Context: an optimization exercise on an open-source flow, tuned for small area, a short achievable clock period and few clock cycles per item. The choices shown serve that exercise and are no tape-out recipe. Power figures rest on the tool's default switching activity, not on a simulated workload.

==> module brimet_divsqrt, before the edit <==
module brimet_divsqrt (
    input  wire        clk,
    input  wire        rst,
    input  wire        in_valid,
    output wire        in_ready,
    input  wire [7:0]  in_op,
    input  wire [31:0] in_a,
    input  wire [7:0]  in_aq,
    input  wire [31:0] in_b,
    input  wire [7:0]  in_bq,
    output reg         out_valid,
    output wire [31:0] out_val,
    output reg  [7:0]  out_q
);
    localparam [1:0] S_LOAD = 2'd0, S_RUN = 2'd1, S_FIN = 2'd2;
    reg  [1:0]  state;
    reg  [4:0]  cnt;
    reg  [25:0] W;       
    reg  [25:0] X;       
    reg  [25:0] Q;       
    reg  [9:0]  E;       
    reg         sq;      
    reg         ev;      
    reg         fa_ez, fa_eo, fb_ez, fb_eo, fb_mnz, f_sign, f_selb;
    wire run   = (state == S_RUN);
    wire fin   = (state == S_FIN);
    wire load  = (state == S_LOAD);
    wire first = (cnt == 5'd0);
    assign in_ready = fin;
    assign out_val  = {E[8:0], Q[22:0]};
    reg  [25:0] H;
    integer hk;
    always @* begin
        for (hk = 0; hk < 26; hk = hk + 1)
            H[hk] = sq && (ev ? (cnt == 25 - hk) : (hk <= 24 && cnt == 24 - hk));
    end
    wire [26:0] A  = {W, 1'b0};
    wire [27:0] D  = {1'b0, A} - {2'b00, X};
    wire        qb = ~D[27];
    wire [25:0] Wn = qb ? D[25:0] : A[25:0];
    wire [25:0] Xn = (X & ~H) | ({H[24:0], 1'b0} & {26{qb}}) | {1'b0, H[25:1]};
    wire [8:0] e_s  = {1'b0, E[7:0]} + {1'b0, ~Q[25:18]};           
    wire [9:0] e_div = {1'b0, e_s} - 10'd128;
    wire [9:0] e_sq  = {2'b00, E[7], ~E[7], E[6:1]};                  
    wire        late = ~Q[25];
    wire signed [9:0] te = E - {9'd0, late};
    wire        st  = (W != 26'd0);
    wire        inc = Q[0] & (st | Q[1]);
    wire [30:0] rs  = {te[7:0], Q[23:1]} + {30'd0, inc};
    wire        t_norm = (te >= 10'sd1);
    wire        t_up   = (te == 10'sd0) && (&Q[24:1]);
    wire        r_bad  = t_norm && ((te >= 10'sd255) || (rs[30:23] == 8'hFF));
    wire sp_bad  = sq ? (~fa_ez & (fa_eo | f_sign)) : (fa_eo | fb_ez | (fb_eo & fb_mnz));
    wire sp_zero = sq ? fa_ez : (fa_ez | (fb_eo & ~fb_mnz));
    wire bad     = sp_bad | (~sp_zero & r_bad);
    reg  [31:0] res;
    always @* begin
        if (bad)
            res = 32'h7FC0_0000;
        else if (sp_zero || !(t_norm || t_up))
            res = {f_sign, 31'd0};
        else if (t_norm)
            res = {f_sign, rs};
        else
            res = {f_sign, 8'd1, 23'd0};
    end
    wire [1:0] ca = {in_aq[7] & in_aq[6], in_aq[6]};
    wire [1:0] cb = {in_bq[7] & in_bq[6], in_bq[6]};
    always @(posedge clk) begin
        fa_ez  <= (in_a[30:23] == 8'h00);
        fa_eo  <= (in_a[30:23] == 8'hFF);
        fb_ez  <= (in_b[30:23] == 8'h00);
        fb_eo  <= (in_b[30:23] == 8'hFF);
        fb_mnz <= (in_b[22:0] != 23'd0);
        f_sign <= in_a[31] ^ (in_b[31] & ~in_op[0]);
        f_selb <= ~in_op[0] & (cb < ca);
        if (!load)
            out_q <= bad ? 8'h03 : (f_selb ? in_bq : in_aq);
    end
    always @(posedge clk) begin
        if (rst) begin
            state     <= S_LOAD;
            out_valid <= 1'b0;
        end else begin
            out_valid <= fin & in_valid;
            case (state)
                S_LOAD: if (in_valid) state <= S_RUN;
                S_RUN:  if (cnt == 5'd25 || (cnt == 5'd24 && Q[23])) state <= S_FIN;
                default: state <= S_LOAD;
            endcase
        end
    end
    always @(posedge clk) begin
        cnt <= run ? cnt + 5'd1 : 5'd0;
        W   <= load ? {2'b00, 1'b1, in_a[22:0]} : Wn;
        X   <= load ? {in_op[0] & ~in_a[23], ~(in_op[0] & ~in_a[23]),
                       in_b[22:0] & {23{~in_op[0]}}, 1'b0}
                    : Xn;
        if (load) begin
            sq <= in_op[0];
            ev <= in_op[0] & ~in_a[23];
            Q  <= {in_b[30:23], 17'd0, 1'b1};
            E  <= {2'b00, in_a[30:23]};
        end else if (fin) begin
            Q[22:0] <= res[22:0];
            E[8:0]  <= res[31:23];
        end else begin
            Q <= {Q[24:0], qb};
            if (first)
                E <= sq ? e_sq : e_div;
        end
    end
endmodule
==> flow/config.mk <==
export PLATFORM = sky130hd
export DESIGN_NAME = brimet_divsqrt
export DESIGN_NICKNAME = brimet_divsqrt
export VERILOG_FILES = /design/flow/design.v
export SDC_FILE = /design/flow/constraint.sdc
export NUM_CORES = 4
export LEC_CHECK = 0
export CAP_MARGIN = 20
export CORE_MARGIN = 2
export CORE_UTILIZATION = 40
export SLEW_MARGIN = 20
==> flow/constraint.sdc <==
create_clock -name core_clock -period 15.0 [get_ports {clk}]
set_input_delay 3.0000 -clock core_clock [delete_from_list [all_inputs] [get_ports {clk}]]
set_output_delay 3.0000 -clock core_clock [all_outputs]
set_load 0.01 [all_outputs]
run.sh (not shown) runs the stock make flow with config.mk's settings and CLKGATE_MAP_FILE= SYNTH_SCRIPT=/design/flow/synth_recipe.tcl, a recipe that flattens the netlist after the stock synthesis.
The baseline finished with timing, DRC and antenna clean.
Next try:
--- a/flow/design.v
+++ b/flow/design.v
@@ -10,10 +10,10 @@
     input  wire [7:0]  in_bq,
     output reg         out_valid,
     output wire [31:0] out_val,
-    output reg  [7:0]  out_q
+    output wire [7:0]  out_q
 );
-    localparam [1:0] S_LOAD = 2'd0, S_RUN = 2'd1, S_FIN = 2'd2;
-    reg  [1:0]  state;
+    reg         run;     
+    reg         fin;     
     reg  [4:0]  cnt;
     reg  [25:0] W;       
     reg  [25:0] X;       
@@ -21,13 +21,13 @@
     reg  [9:0]  E;       
     reg         sq;      
     reg         ev;      
-    reg         fa_ez, fa_eo, fb_ez, fb_eo, fb_mnz, f_sign, f_selb;
-    wire run   = (state == S_RUN);
-    wire fin   = (state == S_FIN);
-    wire load  = (state == S_LOAD);
+    reg         fa_ez, fa_eo, fb_ez, fb_eo, f_sign, f_selb;
+    wire        fb_mnz = (X[23:1] != 23'd0);    
+    wire load  = ~run & ~fin;
     wire first = (cnt == 5'd0);
     assign in_ready = fin;
     assign out_val  = {E[8:0], Q[22:0]};
+    assign out_q    = X[7:0];
     reg  [25:0] H;
     integer hk;
     always @* begin
@@ -71,31 +71,30 @@
         fa_eo  <= (in_a[30:23] == 8'hFF);
         fb_ez  <= (in_b[30:23] == 8'h00);
         fb_eo  <= (in_b[30:23] == 8'hFF);
-        fb_mnz <= (in_b[22:0] != 23'd0);
         f_sign <= in_a[31] ^ (in_b[31] & ~in_op[0]);
         f_selb <= ~in_op[0] & (cb < ca);
-        if (!load)
-            out_q <= bad ? 8'h03 : (f_selb ? in_bq : in_aq);
     end
     always @(posedge clk) begin
         if (rst) begin
-            state     <= S_LOAD;
+            run       <= 1'b0;
+            fin       <= 1'b0;
             out_valid <= 1'b0;
         end else begin
             out_valid <= fin & in_valid;
-            case (state)
-                S_LOAD: if (in_valid) state <= S_RUN;
-                S_RUN:  if (cnt == 5'd25 || (cnt == 5'd24 && Q[23])) state <= S_FIN;
-                default: state <= S_LOAD;
-            endcase
+            fin       <= run & (cnt == 5'd25 || (cnt == 5'd24 && Q[23]));
+            run       <= run ? ~(cnt == 5'd25 || (cnt == 5'd24 && Q[23])) : (load & in_valid);
         end
     end
     always @(posedge clk) begin
         cnt <= run ? cnt + 5'd1 : 5'd0;
         W   <= load ? {2'b00, 1'b1, in_a[22:0]} : Wn;
-        X   <= load ? {in_op[0] & ~in_a[23], ~(in_op[0] & ~in_a[23]),
-                       in_b[22:0] & {23{~in_op[0]}}, 1'b0}
-                    : Xn;
+        if (load)
+            X <= {in_op[0] & ~in_a[23], ~(in_op[0] & ~in_a[23]),
+                  in_b[22:0] & {23{~in_op[0]}}, 1'b0};
+        else if (fin)
+            X <= {Xn[25:8], bad ? 8'h03 : (f_selb ? in_bq : in_aq)};
+        else
+            X <= Xn;
         if (load) begin
             sq <= in_op[0];
             ev <= in_op[0] & ~in_a[23];
Global-route usage rose by 0.86 points.
Register-to-register slack is worse by 0.29 ns.
Sequential share of layout area shrinks by 2.7 points.
Clock power came out lower by 41%.
Clock skew rises by 0.015 ns.
Die area goes up by 5.6%.
Routed wire length is higher by 13%.
Cell area barely changes.
Sequential power fell by 6.3%.
Critical path depth shrinks by 2.
Function was not checked in any run of this note: the RTL went through the layout flow alone.

## what the ideal ports hide
The flow's constraints put no driver on any port. The routed layouts listed below were extracted and timed again, unchanged, in two steps.
Step 1, drivers: a clkbuf_16 drives clk and a buf_2 each remaining input, both assumed.
Step 2 moves the port delays by t, midway between the first and last clock arrival at a register: inputs arrive t later, outputs are due t later. That takes back most of the time a late clock gives input paths.
Slacks: ideal / step 1 / step 2; pairs: ideal / step 1.
run | shift t [ns] | setup slack, ns | worst register clock-pin slew, ns
the first run | 0.465 | 9.927 / 9.885 / 10.350 | 0.06 / 0.06
the second run | 0.410 | 10.264 / 10.215 / 10.152 | 0.09 / 0.09
After both steps setup and hold are still met in every run listed. The setup slack of the second run, which loses most, moves by -0.049 ns with the drivers and by -0.112 ns with both steps.
